This is an optimization exercise on Yosys and OpenROAD, whose aim is small area, not a production implementation. Function was checked by simulation only, so behaviour that the tests miss may differ from the original.

==> v20 <==
==> flow/design.v <==
module acq_decim (
    input  wire        clk,
    input  wire        rst,         
    input  wire        md,          
    output reg         out_valid,   
    output reg  [27:0] out_data,    
    output reg         out_ovr      
);
    localparam integer CW = 36;     
    localparam integer AW = 52;     
    localparam integer NS = 19;     
    reg  [CW-1:0] integ1, integ2, integ3, integ4, integ5;
    wire [CW-1:0] s1 = integ1 + {{(CW-1){~md}}, 1'b1};
    wire [CW-1:0] s2 = integ2 + s1;
    wire [CW-1:0] s3 = integ3 + s2;
    wire [CW-1:0] s4 = integ4 + s3;
    wire [CW-1:0] s5 = integ5 + s4;
    always @(posedge clk) begin
        if (rst) begin
            integ1 <= 0; integ2 <= 0; integ3 <= 0; integ4 <= 0; integ5 <= 0;
        end else begin
            integ1 <= s1; integ2 <= s2; integ3 <= s3; integ4 <= s4; integ5 <= s5;
        end
    end
    reg [6:0] phase;
    reg       ticked;      
    reg       first;       
    reg [2:0] p;           
    reg [4:0] rel;         
    wire tick    = (phase == 7'd124);
    wire cstep   = tick | (ticked & (phase < 7'd4));
    wire rstep   = ticked & (phase == 7'd4);
    wire win     = ticked & (phase >= 7'd5) & (phase <= 7'd118);
    reg [2:0] vis;         
    always @* begin
        if (phase < 7'd24)       vis = 3'd0;
        else if (phase < 7'd43)  vis = 3'd1;
        else if (phase < 7'd62)  vis = 3'd2;
        else if (phase < 7'd81)  vis = 3'd3;
        else if (phase < 7'd100) vis = 3'd4;
        else                     vis = 3'd5;
    end
    always @(posedge clk) begin
        if (rst) begin
            phase  <= 0;
            ticked <= 1'b0;
            first  <= 1'b1;
            p      <= 0;
            rel    <= 0;
        end else begin
            phase <= tick ? 7'd0 : phase + 7'd1;
            if (tick) begin
                ticked <= 1'b1;
                p      <= (!ticked || p == 3'd4) ? 3'd0 : p + 3'd1;
            end
            if (ticked && phase == 7'd118)
                first <= 1'b0;
            if (!(tick && ticked && p == 3'd4))
                rel <= (rel == NS - 1) ? 5'd0 : rel + 5'd1;
        end
    end
    reg  [CW-1:0] zr0, zr1, zr2, zr3, zr4;    
    reg  [CW-1:0] v;                          
    wire [CW-1:0] ca  = tick ? s5 : v;
    wire [CW-1:0] cb  = rstep ? {{(CW-8){1'b1}}, 7'd0, ~v[9]}
                              : (first ? {CW{1'b0}} : zr4);
    wire [CW-1:0] cd  = ca - cb;
    always @(posedge clk) begin
        zr0 <= cstep ? ca : zr4;
        zr1 <= zr0;
        zr2 <= zr1;
        zr3 <= zr2;
        zr4 <= zr3;
        if (cstep | rstep)
            v <= cd;
    end
    wire signed [26:0] r = v[CW-1:9];
    wire [6:0] ci = {rel, 2'b00} + {2'b00, rel} + 7'd4 - {4'd0, p};
    function [23:0] coef_of;
        input [6:0] idx;
        begin
            case (idx)
            7'd0: coef_of = -24'sd1;
            7'd1: coef_of = -24'sd4;
            7'd2: coef_of = -24'sd14;
            7'd3: coef_of = -24'sd36;
            7'd4: coef_of = -24'sd69;
            7'd5: coef_of = -24'sd96;
            7'd6: coef_of = -24'sd67;
            7'd7: coef_of =  24'sd96;
            7'd8: coef_of =  24'sd464;
            7'd9: coef_of =  24'sd1027;
            7'd10: coef_of =  24'sd1588;
            7'd11: coef_of =  24'sd1708;
            7'd12: coef_of =  24'sd778;
            7'd13: coef_of = -24'sd1704;
            7'd14: coef_of = -24'sd5665;
            7'd15: coef_of = -24'sd9997;
            7'd16: coef_of = -24'sd12405;
            7'd17: coef_of = -24'sd9929;
            7'd18: coef_of = -24'sd247;
            7'd19: coef_of =  24'sd16504;
            7'd20: coef_of =  24'sd36222;
            7'd21: coef_of =  24'sd50693;
            7'd22: coef_of =  24'sd49669;
            7'd23: coef_of =  24'sd25140;
            7'd24: coef_of = -24'sd23447;
            7'd25: coef_of = -24'sd85388;
            7'd26: coef_of = -24'sd138937;
            7'd27: coef_of = -24'sd157033;
            7'd28: coef_of = -24'sd117742;
            7'd29: coef_of = -24'sd16015;
            7'd30: coef_of =  24'sd128420;
            7'd31: coef_of =  24'sd271808;
            7'd32: coef_of =  24'sd357746;
            7'd33: coef_of =  24'sd336769;
            7'd34: coef_of =  24'sd187525;
            7'd35: coef_of = -24'sd68978;
            7'd36: coef_of = -24'sd368911;
            7'd37: coef_of = -24'sd620823;
            7'd38: coef_of = -24'sd732090;
            7'd39: coef_of = -24'sd637331;
            7'd40: coef_of = -24'sd318406;
            7'd41: coef_of =  24'sd191047;
            7'd42: coef_of =  24'sd817211;
            7'd43: coef_of =  24'sd1468057;
            7'd44: coef_of =  24'sd2056396;
            7'd45: coef_of =  24'sd2515604;
            7'd46: coef_of =  24'sd2804349;
            7'd47: coef_of =  24'sd2902489;
            7'd48: coef_of =  24'sd2804349;
            7'd49: coef_of =  24'sd2515604;
            7'd50: coef_of =  24'sd2056396;
            7'd51: coef_of =  24'sd1468057;
            7'd52: coef_of =  24'sd817211;
            7'd53: coef_of =  24'sd191047;
            7'd54: coef_of = -24'sd318406;
            7'd55: coef_of = -24'sd637331;
            7'd56: coef_of = -24'sd732090;
            7'd57: coef_of = -24'sd620823;
            7'd58: coef_of = -24'sd368911;
            7'd59: coef_of = -24'sd68978;
            7'd60: coef_of =  24'sd187525;
            7'd61: coef_of =  24'sd336769;
            7'd62: coef_of =  24'sd357746;
            7'd63: coef_of =  24'sd271808;
            7'd64: coef_of =  24'sd128420;
            7'd65: coef_of = -24'sd16015;
            7'd66: coef_of = -24'sd117742;
            7'd67: coef_of = -24'sd157033;
            7'd68: coef_of = -24'sd138937;
            7'd69: coef_of = -24'sd85388;
            7'd70: coef_of = -24'sd23447;
            7'd71: coef_of =  24'sd25140;
            7'd72: coef_of =  24'sd49669;
            7'd73: coef_of =  24'sd50693;
            7'd74: coef_of =  24'sd36222;
            7'd75: coef_of =  24'sd16504;
            7'd76: coef_of = -24'sd247;
            7'd77: coef_of = -24'sd9929;
            7'd78: coef_of = -24'sd12405;
            7'd79: coef_of = -24'sd9997;
            7'd80: coef_of = -24'sd5665;
            7'd81: coef_of = -24'sd1704;
            7'd82: coef_of =  24'sd778;
            7'd83: coef_of =  24'sd1708;
            7'd84: coef_of =  24'sd1588;
            7'd85: coef_of =  24'sd1027;
            7'd86: coef_of =  24'sd464;
            7'd87: coef_of =  24'sd96;
            7'd88: coef_of = -24'sd67;
            7'd89: coef_of = -24'sd96;
            7'd90: coef_of = -24'sd69;
            7'd91: coef_of = -24'sd36;
            7'd92: coef_of = -24'sd14;
            7'd93: coef_of = -24'sd4;
            7'd94: coef_of = -24'sd1;
            default: coef_of = 24'sd0;
            endcase
        end
    endfunction
    wire [23:0] cf  = coef_of(ci);
    wire [24:0] cfx = {cf, 1'b0};
    wire [4:0]  bw  = cfx[{vis, 2'b00} +: 5];    
    function [27:0] booth;
        input [2:0]  d;
        input [26:0] x;
        begin
            case (d)
                3'b001, 3'b010: booth = {x[26], x};
                3'b011:         booth = {x, 1'b0};
                3'b100:         booth = -{x, 1'b0};
                3'b101, 3'b110: booth = -{x[26], x};
                default:        booth = 28'd0;
            endcase
        end
    endfunction
    wire [27:0] t_lo = win ? booth(bw[2:0], r) : 28'd0;
    wire [27:0] t_hi = win ? booth(bw[4:2], r) : 28'd0;
    wire [AW-1:0] e_lo = {{(AW-28){t_lo[27]}}, t_lo};
    wire [AW-1:0] e_hi = {{(AW-28){t_hi[27]}}, t_hi};
    reg  [AW-1:0] F [0:NS-1];
    wire zero_old = win && vis == 3'd0 && (first || ci == 7'd94);
    wire [AW-1:0] old = zero_old ? {AW{1'b0}} : F[NS-1];
    wire [AW-1:0] acc = old + (e_lo << {vis, 2'b00}) + (e_hi << {vis, 2'b10});
    integer j;
    always @(posedge clk) begin
        F[0] <= acc;
        for (j = 1; j < NS; j = j + 1)
            F[j] <= F[j-1];
    end
    always @(posedge clk) begin
        if (rst)
            out_valid <= 1'b0;
        else
            out_valid <= win && vis == 3'd5 && rel == 5'd0 && p == 3'd4;
    end
    wire [AW-1:0] fa = F[0];
    wire          fup = fa[22] & ((|fa[21:0]) | fa[23]);
    wire signed [28:0] frnd = fa[AW-1:23] + {28'd0, fup};
    localparam signed [27:0] OVR_THR = 28'sd114085069;
    reg signed [27:0] fout;
    always @* begin
        if (frnd > 29'sd134217727)
            fout = 28'sh7ffffff;
        else if (frnd < -29'sd134217728)
            fout = 28'sh8000000;
        else
            fout = frnd[27:0];
        out_data = fout;
        out_ovr  = (fout >= OVR_THR) || (fout <= -OVR_THR);
    end
endmodule
==> flow/run.sh <==
#!/bin/bash
# synth_recipe.tcl (not shown) runs the flow's synth.tcl, then flattens the netlist and writes it again
# the make line also repeats each setting of config.mk as NAME=value (left out here)
make -C /OpenROAD-flow-scripts/flow DESIGN_CONFIG=/design/flow/config.mk WORK_HOME=/design/flow/orfs CLKGATE_MAP_FILE= SYNTH_SCRIPT=/design/flow/synth_recipe.tcl finish
==> flow/config.mk <==
export PLATFORM = sky130hd
export DESIGN_NAME = acq_decim
export DESIGN_NICKNAME = acq_decim
export VERILOG_FILES = /design/flow/design.v
export SDC_FILE = /design/flow/constraint.sdc
export NUM_CORES = 4
export LEC_CHECK = 0
export CAP_MARGIN = 20
export CORE_MARGIN = 2
export CORE_UTILIZATION = 40
export SLEW_MARGIN = 20
==> flow/constraint.sdc <==
create_clock -name core_clock -period 50.0 [get_ports {clk}]
set_input_delay 10.0000 -clock core_clock [delete_from_list [all_inputs] [get_ports {clk}]]
set_output_delay 10.0000 -clock core_clock [all_outputs]
set_load 0.01 [all_outputs]
==> v14: changes against v20 <==
--- a/flow/design.v
+++ b/flow/design.v
@@ -1,2 +1,18 @@
+module acq_decim_rca #(parameter integer W = 8) (
+    input  wire [W-1:0] a,
+    input  wire [W-1:0] b,
+    input  wire         ci,
+    output wire [W-1:0] s
+);
+    wire [W:0] c;
+    assign c[0] = ci;
+    genvar k;
+    generate
+        for (k = 0; k < W; k = k + 1) begin : g
+            assign s[k]   = a[k] ^ b[k] ^ c[k];
+            assign c[k+1] = (a[k] & b[k]) | (a[k] & c[k]) | (b[k] & c[k]);
+        end
+    endgenerate
+endmodule
 module acq_decim (
     input  wire        clk,
@@ -11,9 +27,10 @@
     localparam integer NS = 19;     
     reg  [CW-1:0] integ1, integ2, integ3, integ4, integ5;
-    wire [CW-1:0] s1 = integ1 + {{(CW-1){~md}}, 1'b1};
-    wire [CW-1:0] s2 = integ2 + s1;
-    wire [CW-1:0] s3 = integ3 + s2;
-    wire [CW-1:0] s4 = integ4 + s3;
-    wire [CW-1:0] s5 = integ5 + s4;
+    wire [CW-1:0] s1, s2, s3, s4, s5;
+    acq_decim_rca #(CW) u_i1 (.a(integ1), .b({{(CW-1){~md}}, 1'b1}), .ci(1'b0), .s(s1));
+    acq_decim_rca #(CW) u_i2 (.a(integ2), .b(s1), .ci(1'b0), .s(s2));
+    acq_decim_rca #(CW) u_i3 (.a(integ3), .b(s2), .ci(1'b0), .s(s3));
+    acq_decim_rca #(CW) u_i4 (.a(integ4), .b(s3), .ci(1'b0), .s(s4));
+    acq_decim_rca #(CW) u_i5 (.a(integ5), .b(s4), .ci(1'b0), .s(s5));
     always @(posedge clk) begin
         if (rst) begin
@@ -65,5 +82,6 @@
     wire [CW-1:0] cb  = rstep ? {{(CW-8){1'b1}}, 7'd0, ~v[9]}
                               : (first ? {CW{1'b0}} : zr4);
-    wire [CW-1:0] cd  = ca - cb;
+    wire [CW-1:0] cd;
+    acq_decim_rca #(CW) u_c (.a(ca), .b(~cb), .ci(1'b1), .s(cd));
     always @(posedge clk) begin
         zr0 <= cstep ? ca : zr4;
@@ -75,5 +93,5 @@
             v <= cd;
     end
-    wire signed [26:0] r = v[CW-1:9];
+    wire [26:0] r = v[CW-1:9];
     wire [6:0] ci = {rel, 2'b00} + {2'b00, rel} + 7'd4 - {4'd0, p};
     function [23:0] coef_of;
@@ -182,26 +200,28 @@
     wire [23:0] cf  = coef_of(ci);
     wire [24:0] cfx = {cf, 1'b0};
-    wire [4:0]  bw  = cfx[{vis, 2'b00} +: 5];    
-    function [27:0] booth;
-        input [2:0]  d;
-        input [26:0] x;
-        begin
-            case (d)
-                3'b001, 3'b010: booth = {x[26], x};
-                3'b011:         booth = {x, 1'b0};
-                3'b100:         booth = -{x, 1'b0};
-                3'b101, 3'b110: booth = -{x[26], x};
-                default:        booth = 28'd0;
-            endcase
-        end
-    endfunction
-    wire [27:0] t_lo = win ? booth(bw[2:0], r) : 28'd0;
-    wire [27:0] t_hi = win ? booth(bw[4:2], r) : 28'd0;
-    wire [AW-1:0] e_lo = {{(AW-28){t_lo[27]}}, t_lo};
-    wire [AW-1:0] e_hi = {{(AW-28){t_hi[27]}}, t_hi};
+    wire [4:0]  bw  = win ? cfx[{vis, 2'b00} +: 5] : 5'd0;    
+    wire one_lo = bw[0] ^ bw[1];
+    wire two_lo = (bw[2] & ~bw[1] & ~bw[0]) | (~bw[2] & bw[1] & bw[0]);
+    wire neg_lo = bw[2] & ~(bw[1] & bw[0]);
+    wire one_hi = bw[2] ^ bw[3];
+    wire two_hi = (bw[4] & ~bw[3] & ~bw[2]) | (~bw[4] & bw[3] & bw[2]);
+    wire neg_hi = bw[4] & ~(bw[3] & bw[2]);
+    wire [27:0] rx = {r[26], r};
+    wire [27:0] m_lo = ({28{one_lo}} & rx) | ({28{two_lo}} & {rx[26:0], 1'b0});
+    wire [27:0] m_hi = ({28{one_hi}} & rx) | ({28{two_hi}} & {rx[26:0], 1'b0});
+    wire [AW-1:0] e_lo = {{(AW-28){m_lo[27]}}, m_lo};
+    wire [AW-1:0] e_hi = {{(AW-28){m_hi[27]}}, m_hi};
     reg  [AW-1:0] F [0:NS-1];
+    wire [AW-1:0] head = F[NS-1];
     wire zero_old = win && vis == 3'd0 && (first || ci == 7'd94);
-    wire [AW-1:0] old = zero_old ? {AW{1'b0}} : F[NS-1];
-    wire [AW-1:0] acc = old + (e_lo << {vis, 2'b00}) + (e_hi << {vis, 2'b10});
+    wire fin      = win && vis == 3'd5 && rel == 5'd0 && p == 3'd4;
+    wire fin_up   = fin & head[22] & ((|head[21:0]) | head[23]);
+    wire [AW-1:0] op_o = zero_old ? {AW{1'b0}} : head;
+    wire [AW-1:0] op_a = (e_lo << {vis, 2'b00}) ^ {AW{neg_lo}};
+    wire [AW-1:0] op_b = ((e_hi << {vis, 2'b10}) ^ {AW{neg_hi}}) | {{(AW-24){1'b0}}, fin_up, 23'd0};
+    wire [AW-1:0] cs_s = op_o ^ op_a ^ op_b;
+    wire [AW-1:0] cs_c = (op_o & op_a) | (op_o & op_b) | (op_a & op_b);
+    wire [AW-1:0] acc;
+    acq_decim_rca #(AW) u_f (.a(cs_s), .b({cs_c[AW-2:0], neg_lo}), .ci(neg_hi), .s(acc));
     integer j;
     always @(posedge clk) begin
@@ -214,20 +234,13 @@
             out_valid <= 1'b0;
         else
-            out_valid <= win && vis == 3'd5 && rel == 5'd0 && p == 3'd4;
-    end
-    wire [AW-1:0] fa = F[0];
-    wire          fup = fa[22] & ((|fa[21:0]) | fa[23]);
-    wire signed [28:0] frnd = fa[AW-1:23] + {28'd0, fup};
-    localparam signed [27:0] OVR_THR = 28'sd114085069;
-    reg signed [27:0] fout;
+            out_valid <= fin;
+    end
+    wire [28:0] frnd = F[0][AW-1:23];
+    wire        sat  = frnd[28] ^ frnd[27];
+    localparam [27:0] OVR_POS = 28'd114085069;
+    localparam [27:0] OVR_NEG = 28'd154350387;    
     always @* begin
-        if (frnd > 29'sd134217727)
-            fout = 28'sh7ffffff;
-        else if (frnd < -29'sd134217728)
-            fout = 28'sh8000000;
-        else
-            fout = frnd[27:0];
-        out_data = fout;
-        out_ovr  = (fout >= OVR_THR) || (fout <= -OVR_THR);
+        out_data = sat ? {frnd[28], {27{~frnd[28]}}} : frnd[27:0];
+        out_ovr  = sat | (frnd[27] ? (frnd[27:0] <= OVR_NEG) : (frnd[27:0] >= OVR_POS));
     end
 endmodule
==> comparison <==
- v14 passed the timing, design-rule and antenna checks. v20 passed the timing, design-rule and antenna checks.
- In v20 the global-route usage is higher than in v14, by 2.3 points.
- Sequential cell count is the same in v14 and v20.
- First-iteration DRC count: v14 is lower than v20 (13%).

[static timing again, ports no longer ideal]
Ports are ideal in the flow. The routed layouts listed here were re-timed in OpenROAD.
Step 1 sets driving cells, clkbuf_16 on the clock port and buf_2 on the other inputs (assumed; they add their load-dependent delay and slew).
Step 2 adds t to the input delays and takes it off the output delays; t is the mean of the earliest and latest rising clock arrival at the registers after step 1. Input paths then give back, and output paths get back, about the clock's delay inside the block.
Slacks: ideal / step 1 / step 2; pairs: ideal / step 1.
| run | t, ns | setup WS [ns] | worst setup path at the end | latest minus earliest clock arrival (ns) | pins driven straight from the clock port |
|---|---|---|---|---|---|
| v20 | 0.831 | 28.696 / 28.750 / 27.919 | input to register | 0.052 / 0.052 | 1 |
| v14 | 0.747 | 21.224 / 21.277 / 20.530 | input to register | 0.069 / 0.068 | 1 |
After both steps every run listed still meets setup and hold. The setup slack of v20, which loses most, moves by +0.054 ns with the drivers and by -0.777 ns with both steps.
